Source: an optimization exercise on an open RTL-to-GDS flow (aim: small area, a short achievable clock period and few clock cycles per item). Production flows keep margins and buffers that such runs may drop. In this exercise RTL edits were held to simulation tests only and were not proved equivalent to the original.

`flow/design.v`:
```
module flow_hash (
    input  wire         clk,
    input  wire         rst,
    input  wire [63:0]  hash_key0,
    input  wire [63:0]  hash_key1,
    input  wire [4:0]   bucket_bits,
    input  wire         in_valid,
    output wire         in_ready,
    input  wire         in_ipv6,
    input  wire         in_sym,
    input  wire [7:0]   in_proto,
    input  wire [15:0]  in_zone,
    input  wire [15:0]  in_sport,
    input  wire [15:0]  in_dport,
    input  wire [127:0] in_saddr,
    input  wire [127:0] in_daddr,
    output wire         out_valid,
    input  wire         out_ready,
    output wire [63:0]  out_hash,
    output wire [3:0]   out_shard,
    output wire [21:0]  out_bucket,
    output wire [15:0]  out_group,
    output wire         out_key_swap
);
    localparam [1:0] S_IDLE  = 2'd0;
    localparam [1:0] S_COMP  = 2'd1;
    localparam [1:0] S_FINAL = 2'd2;
    localparam [1:0] S_DONE  = 2'd3;
    reg  [1:0]   state;
    reg  [63:0]  v0, v1, v2, v3;
    reg  [63:0]  msg [0:4];       
    reg  [2:0]   nblk;            
    reg  [2:0]   blk;             
    reg  [1:0]   rnd;             
    reg          key_swap;
    wire [127:0] sa = in_ipv6 ? in_saddr : {96'd0, in_saddr[31:0]};
    wire [127:0] da = in_ipv6 ? in_daddr : {96'd0, in_daddr[31:0]};
    wire src_gt = (sa > da) || ((sa == da) && (in_sport > in_dport));
    wire swap   = in_sym && src_gt;
    wire [127:0] ka = swap ? da : sa;
    wire [127:0] kb = swap ? sa : da;
    wire [15:0]  kp_s = swap ? in_dport : in_sport;
    wire [15:0]  kp_d = swap ? in_sport : in_dport;
    wire [63:0] key_w0 = {in_ipv6 ? 8'h06 : 8'h04, in_proto, in_zone, kp_s, kp_d};
    wire [63:0] m0_new, m1_new, m2_new, m3_new, m4_new;
    byte_rev64 u_m0 (.d(key_w0), .q(m0_new));
    byte_rev64 u_m1 (.d(in_ipv6 ? ka[127:64] : {ka[31:0], kb[31:0]}), .q(m1_new));
    byte_rev64 u_m2 (.d(ka[63:0]),   .q(m2_new));
    byte_rev64 u_m3 (.d(kb[127:64]), .q(m3_new));
    byte_rev64 u_m4 (.d(kb[63:0]),   .q(m4_new));
    wire [7:0]  key_len = (nblk == 3'd5) ? 8'd40 : 8'd16;
    wire [63:0] m_cur   = (blk == nblk) ? {key_len, 56'd0} : msg[blk];
    reg  [63:0] r_v2, r_v3;
    always @(*) begin
        r_v2 = v2;
        r_v3 = v3;
        if (state == S_COMP && rnd == 2'd0)
            r_v3 = v3 ^ m_cur;
        if (state == S_FINAL && rnd == 2'd0)
            r_v2 = v2 ^ 64'hff;
    end
    wire [63:0] n0, n1, n2, n3;
    sip_round u_round (
        .v0_i(v0), .v1_i(v1), .v2_i(r_v2), .v3_i(r_v3),
        .v0_o(n0), .v1_o(n1), .v2_o(n2), .v3_o(n3)
    );
    assign in_ready = (state == S_IDLE);
    wire   accept   = in_valid && in_ready;
    always @(posedge clk) begin
        if (rst) begin
            state <= S_IDLE;
        end else begin
            case (state)
            S_IDLE: begin
                if (accept) begin
                    v0 <= hash_key0 ^ 64'h736f6d6570736575;
                    v1 <= hash_key1 ^ 64'h646f72616e646f6d;
                    v2 <= hash_key0 ^ 64'h6c7967656e657261;
                    v3 <= hash_key1 ^ 64'h7465646279746573;
                    msg[0] <= m0_new;
                    msg[1] <= m1_new;
                    msg[2] <= m2_new;
                    msg[3] <= m3_new;
                    msg[4] <= m4_new;
                    nblk <= in_ipv6 ? 3'd5 : 3'd2;
                    key_swap <= swap;
                    blk <= 3'd0;
                    rnd <= 2'd0;
                    state <= S_COMP;
                end
            end
            S_COMP: begin
                v1 <= n1;
                v2 <= n2;
                v3 <= n3;
                if (rnd == 2'd0) begin
                    v0  <= n0;
                    rnd <= 2'd1;
                end else begin
                    v0  <= n0 ^ m_cur;
                    rnd <= 2'd0;
                    if (blk == nblk)
                        state <= S_FINAL;
                    else
                        blk <= blk + 3'd1;
                end
            end
            S_FINAL: begin
                v0 <= n0;
                v1 <= n1;
                v2 <= n2;
                v3 <= n3;
                rnd <= rnd + 2'd1;
                if (rnd == 2'd3)
                    state <= S_DONE;
            end
            S_DONE: begin
                if (out_ready)
                    state <= S_IDLE;
            end
            endcase
        end
    end
    wire [21:0] bucket_mask = (bucket_bits >= 5'd22) ? 22'h3fffff
                                                     : ((22'd1 << bucket_bits) - 22'd1);
    assign out_valid    = (state == S_DONE);
    assign out_hash     = v0 ^ v1 ^ v2 ^ v3;
    assign out_shard    = out_hash[63:60];
    assign out_bucket   = out_hash[21:0] & bucket_mask;
    assign out_group    = out_bucket[15:0];
    assign out_key_swap = key_swap;
endmodule
module sip_round (
    input  wire [63:0] v0_i,
    input  wire [63:0] v1_i,
    input  wire [63:0] v2_i,
    input  wire [63:0] v3_i,
    output wire [63:0] v0_o,
    output wire [63:0] v1_o,
    output wire [63:0] v2_o,
    output wire [63:0] v3_o
);
    wire [63:0] a0 = v0_i + v1_i;
    wire [63:0] a1 = {v1_i[50:0], v1_i[63:51]} ^ a0;       
    wire [63:0] a0r = {a0[31:0], a0[63:32]};                
    wire [63:0] a2 = v2_i + v3_i;
    wire [63:0] a3 = {v3_i[47:0], v3_i[63:48]} ^ a2;        
    wire [63:0] b0 = a0r + a3;
    wire [63:0] b3 = {a3[42:0], a3[63:43]} ^ b0;            
    wire [63:0] b2 = a2 + a1;
    wire [63:0] b1 = {a1[46:0], a1[63:47]} ^ b2;            
    assign v0_o = b0;
    assign v1_o = b1;
    assign v2_o = {b2[31:0], b2[63:32]};                   
    assign v3_o = b3;
endmodule
module byte_rev64 (
    input  wire [63:0] d,
    output wire [63:0] q
);
    assign q = {d[7:0], d[15:8], d[23:16], d[31:24],
                d[39:32], d[47:40], d[55:48], d[63:56]};
endmodule
```
`flow/constraint.sdc`:
```
create_clock -name core_clock -period 11.0 [get_ports {clk}]
set_input_delay 2.2000 -clock core_clock [delete_from_list [all_inputs] [get_ports {clk}]]
set_output_delay 2.2000 -clock core_clock [all_outputs]
set_load 0.01 [all_outputs]
```
`flow/run.sh`:
```
#!/bin/bash
# synth_recipe.tcl (not shown) runs the flow's synth.tcl, then flattens the netlist and writes it again
# the make line also repeats each setting of config.mk as NAME=value (left out here)
make -C /OpenROAD-flow-scripts/flow DESIGN_CONFIG=/design/flow/config.mk WORK_HOME=/design/flow/orfs CLKGATE_MAP_FILE= SYNTH_SCRIPT=/design/flow/synth_recipe.tcl finish
```
`flow/config.mk`:
```
export PLATFORM = sky130hd
export DESIGN_NAME = flow_hash
export DESIGN_NICKNAME = flow_hash
export VERILOG_FILES = /design/flow/design.v
export SDC_FILE = /design/flow/constraint.sdc
export NUM_CORES = 4
export LEC_CHECK = 0
export CAP_MARGIN = 20
export CORE_MARGIN = 2
export CORE_UTILIZATION = 40
export SLEW_MARGIN = 20
```
==> out/qor.yml <==
synthesis:
  ys_types: 97
  ys_seq_area_share_pct: 33.6
  avgSynthCellArea_sq_um: 9.63
  ys_seq_elements: 578
  synth-main-ff-cell: "edfxtp_1"
  synth_edf_count: 576
  synth_top_area_share_pct: 33.5
  yosys_warnings: 2
  syn_area_sq_um: 51600
  synthArstFlopShare_pct: 0
  syn_inst: 5363
  netlist_top_cells_area: "edfxtp_1 (33%), ha_1 (9.9%), xnor2_1 (8.2%)"
  syn-num-nets: 6228
  yosysTopAreaCell: "edfxtp_1"
cells_and_area:
  layout-drive-gt1-share_pct: 10.2
  nets: 6755
  area_delta_synth_final_pct: 20.5
route:
  viasPerCell: 6.49
  drtIter0Drc: 7290
  wl_microns: 301000
  wl_per_cell_microns: 39.5
  postRouteAntennaNets: 0
  drc: 0
  drtPass1Iterations: 8
  num_vias: 49470
critical_path:
  cp.arrival_ns: 10.97
  r2r_slack_ns: 0.53
  rr_worst_depth: 35
  startpoint_type: "flip-flop"
  crit_type: "reg2reg"
  cp_slowest_cell: "xnor2_1"
  cp_common_cell: "a21o_1"
  worst_ep_required_time_ns: 11.50
  cpPeakStageDelay_ns: 0.76
  worstPathMaxFanout: 24
  cp-end-kind: "flip-flop"
timing:
  hold_viol: 0
  fin_crit_sh_pct: 95.2
  tns_ns: 0
  clock_skew_ns: 0.0335
  max_freq_mhz: 95.5
  setup_viol: 0
  rsz0062_at_grt: "false"
  worst_pin_slew_ns: 1.42
  drv_slew: 0
  finalCriticalPeriod_ns: 10.47
  slew_headroom_pct: 5.05
clock_tree:
  ctsHoldBuffers: 0
  numCtsBuffers: 69
  cts_sinks: 578
  insertion_delay_ns: 0.68
  root_buffer: "clkbuf_16"
  htreeDepth: 3
  cts_tree: "built"
  clockBufferDepth: 3
  clk_pin_slew_worst_paths_ns: 0.06
global_route:
  grt_pass1_vias: 46068
  groute.usage.overall_pct: 44.4
  grt_max_degree: 181
  antenna_found_initial: 31
  grt_pass1_wl_microns: 396000
  grt_overflow: 0
die:
  die_w_microns: 363
  start_util_pct: 40.4
  fp.dieH_microns: 363
  num_io_pins: 560
  row_count: 131
  dieArea_sq_um: 132000
  fp.coreArea_sq_um: 128000
place:
  numPortBuffers: 559
  dp_hpwl_microns: 255000
  gp_congestion: 1.15
job:
  cap_violations: 0
min_path:
  hp-class: "reg2reg"
  min_path_cells: 2
outcome:
  outcome: "no timing/DRC/antenna violations"
==> cells by family (layout without fill, tap and decap cells) <==
kind of cell | count (synthesis) | in the layout | synth area share, %
AOI/OAI and AO/OA | 1485 | 1485 | 19.0
other | 0 | 15 | 0
DFF | 578 | 578 | 33.6
adders and majority gates | 414 | 414 | 10.1
and+or+nand+nor | 1223 | 1224 | 11.2
muxes | 341 | 341 | 8.50
buffers and inverters | 563 | 1139 | 4.29
xor gates and xnor gates | 759 | 759 | 13.3
==> sequential cells by signal (all words and copies together) (netlist names) <==
name      count
state         2
v0           64
nblk          2
v3           64
msg         312
rnd           2
key_swap      1
v2           64
v1           64
blk           3
==> layout make-up <==
class,count,area (sq um)
well taps,1662,2080
clock buffers,86,1810
flip-flops and latches,578,17300
multi-input cells,4223,32300
inverters,248,932
fillers,12048,65600
repair buffers,770,7240
diodes,15,37.5
clock inverters,35,443
==> critical path: cells and delay by family (launching register included) <==
family,cells,cell delay (ns)
buf+inv,2,0.45
simple gates,3,0.49
compound gates,23,5.62
xor+xnor,4,1.72
fa+ha+maj,3,1.40
flops,1,0.62
==> per-stage QoR <==
step / utilization [%] / setup slack, ns / area (sq um) / hold slack, ns / instances
detailed placement: 46.8 / 0.704 / 59900 / 0.582 / 7480
global placement: 46.8 / 0.777 / 59900 / 0.533 / 7480
finish: 48.7 / 0.527 / 62200 / 0.591 / 7617
global route: 48.6 / 0.183 / 62200 / 0.623 / 7604
floorplan: - / 0.0216 / 51600 / 0.505 / 5363
CTS: 48.6 / 0.686 / 62100 / 0.597 / 7601
==> synthesized netlist by cell type, types with 16 or more instances <==
library cell,number
buf_4,20
nor2_1,267
nand4_1,96
nand2b_1,58
o21bai_1,56
o21a_1,39
ha_1,410
xor2_1,257
a22oi_1,125
a211o_1,18
a221oi_1,46
and3_1,25
a21oi_1,429
xnor2_1,483
o21ai_0,190
o31ai_1,17
mux2i_1,139
nor2b_1,105
o21ai_1,17
nand2_1,451
and2_1,21
o211ai_1,84
a21o_1,253
buf_1,26
a21boi_0,17
clkbuf_1,262
nor3_1,42
a211oi_1,27
mux2_2,138
a31oi_1,58
nand3_1,84
or2_2,16
edfxtp_1,576
mux4_2,64
inv_1,246
==> routing by layer <==
| metal | routed length (microns) | up-vias | GRT usage [%] | part of all wire (%) |
|---|---|---|---|---|
| met5 | 242 | - | 0 | 0.080 |
| met1 | 115000 | 24482 | 56.4 | 38 |
| li1 | - | 20788 | - | - |
| met2 | 128000 | 3455 | 65.6 | 42 |
| met4 | 25500 | 38 | 32.3 | 8.5 |
| met3 | 32200 | 707 | 10.8 | 11 |
==> cells in the final DEF (no fill, tap or decap), types with 18 or more instances in the layout <==
master / Yosys / final
inv_1: 246 / 246
a21o_1: 253 / 253
o21a_1: 39 / 39
a211oi_1: 27 / 27
o211ai_1: 84 / 84
nand3_1: 84 / 84
clkbuf_16: 0 / 70
o21ai_0: 190 / 190
edfxtp_1: 576 / 576
a211o_1: 18 / 18
a31oi_1: 58 / 58
nand2_1: 451 / 451
buf_4: 20 / 206
mux2i_1: 139 / 139
xnor2_2: 2 / 18
nor3_1: 42 / 41
and3_1: 25 / 25
xor2_1: 257 / 253
and2_1: 21 / 20
a22oi_1: 125 / 125
clkdlybuf4s50_1: 0 / 558
a21oi_1: 429 / 428
nand2b_1: 58 / 58
mux2_2: 138 / 138
a221oi_1: 46 / 46
mux4_2: 64 / 64
nor2_1: 267 / 262
ha_1: 410 / 406
nand4_1: 96 / 96
xnor2_1: 483 / 467
o21bai_1: 56 / 56
nor2b_1: 105 / 103
==> worst paths after layout <==
kind / startpoint / end
min reg2reg: state[1] / state[1]
max: blk[2] / v0[63]
min: state[1] / state[1]
max reg2reg: blk[2] / v0[63]
==> repair_timing <==
| action | in CTS | in global routing |
|---|---|---|
| hold endpoints to repair | 0 | 0 |
| endpoints found under the setup margin | 0 | 1 |
| setup buffers | 0 | 0 |
| gates resized for setup | 0 | 1 |

## re-timing with driven ports
The flow's constraints put no driver on any port. The routed layout listed below was extracted and timed again, unchanged, in two steps.
Step 1 assumes that a clkbuf_16 drives the clock port and a buf_2 every other input.
Step 2 times the ports against the registers' clock, not the clock port: input delays grow and output delays shrink by t, the midpoint of the rising clock arrivals with the driver on.
Three values: ideal, step 1, step 2; two values: the first two.
t, ns: 0.747
setup WS [ns]: 0.527 / 0.527 / 0.527
worst hold slack (ns): 0.591 / 0.591 / 0.591
clock arrival spread, ns: 0.034 / 0.034
worst data-port slew with drivers (ns): 0.13
After both steps this run still meets setup and hold. The setup slack of this run moves by 0.000 ns with the drivers and by 0.000 ns with both steps.
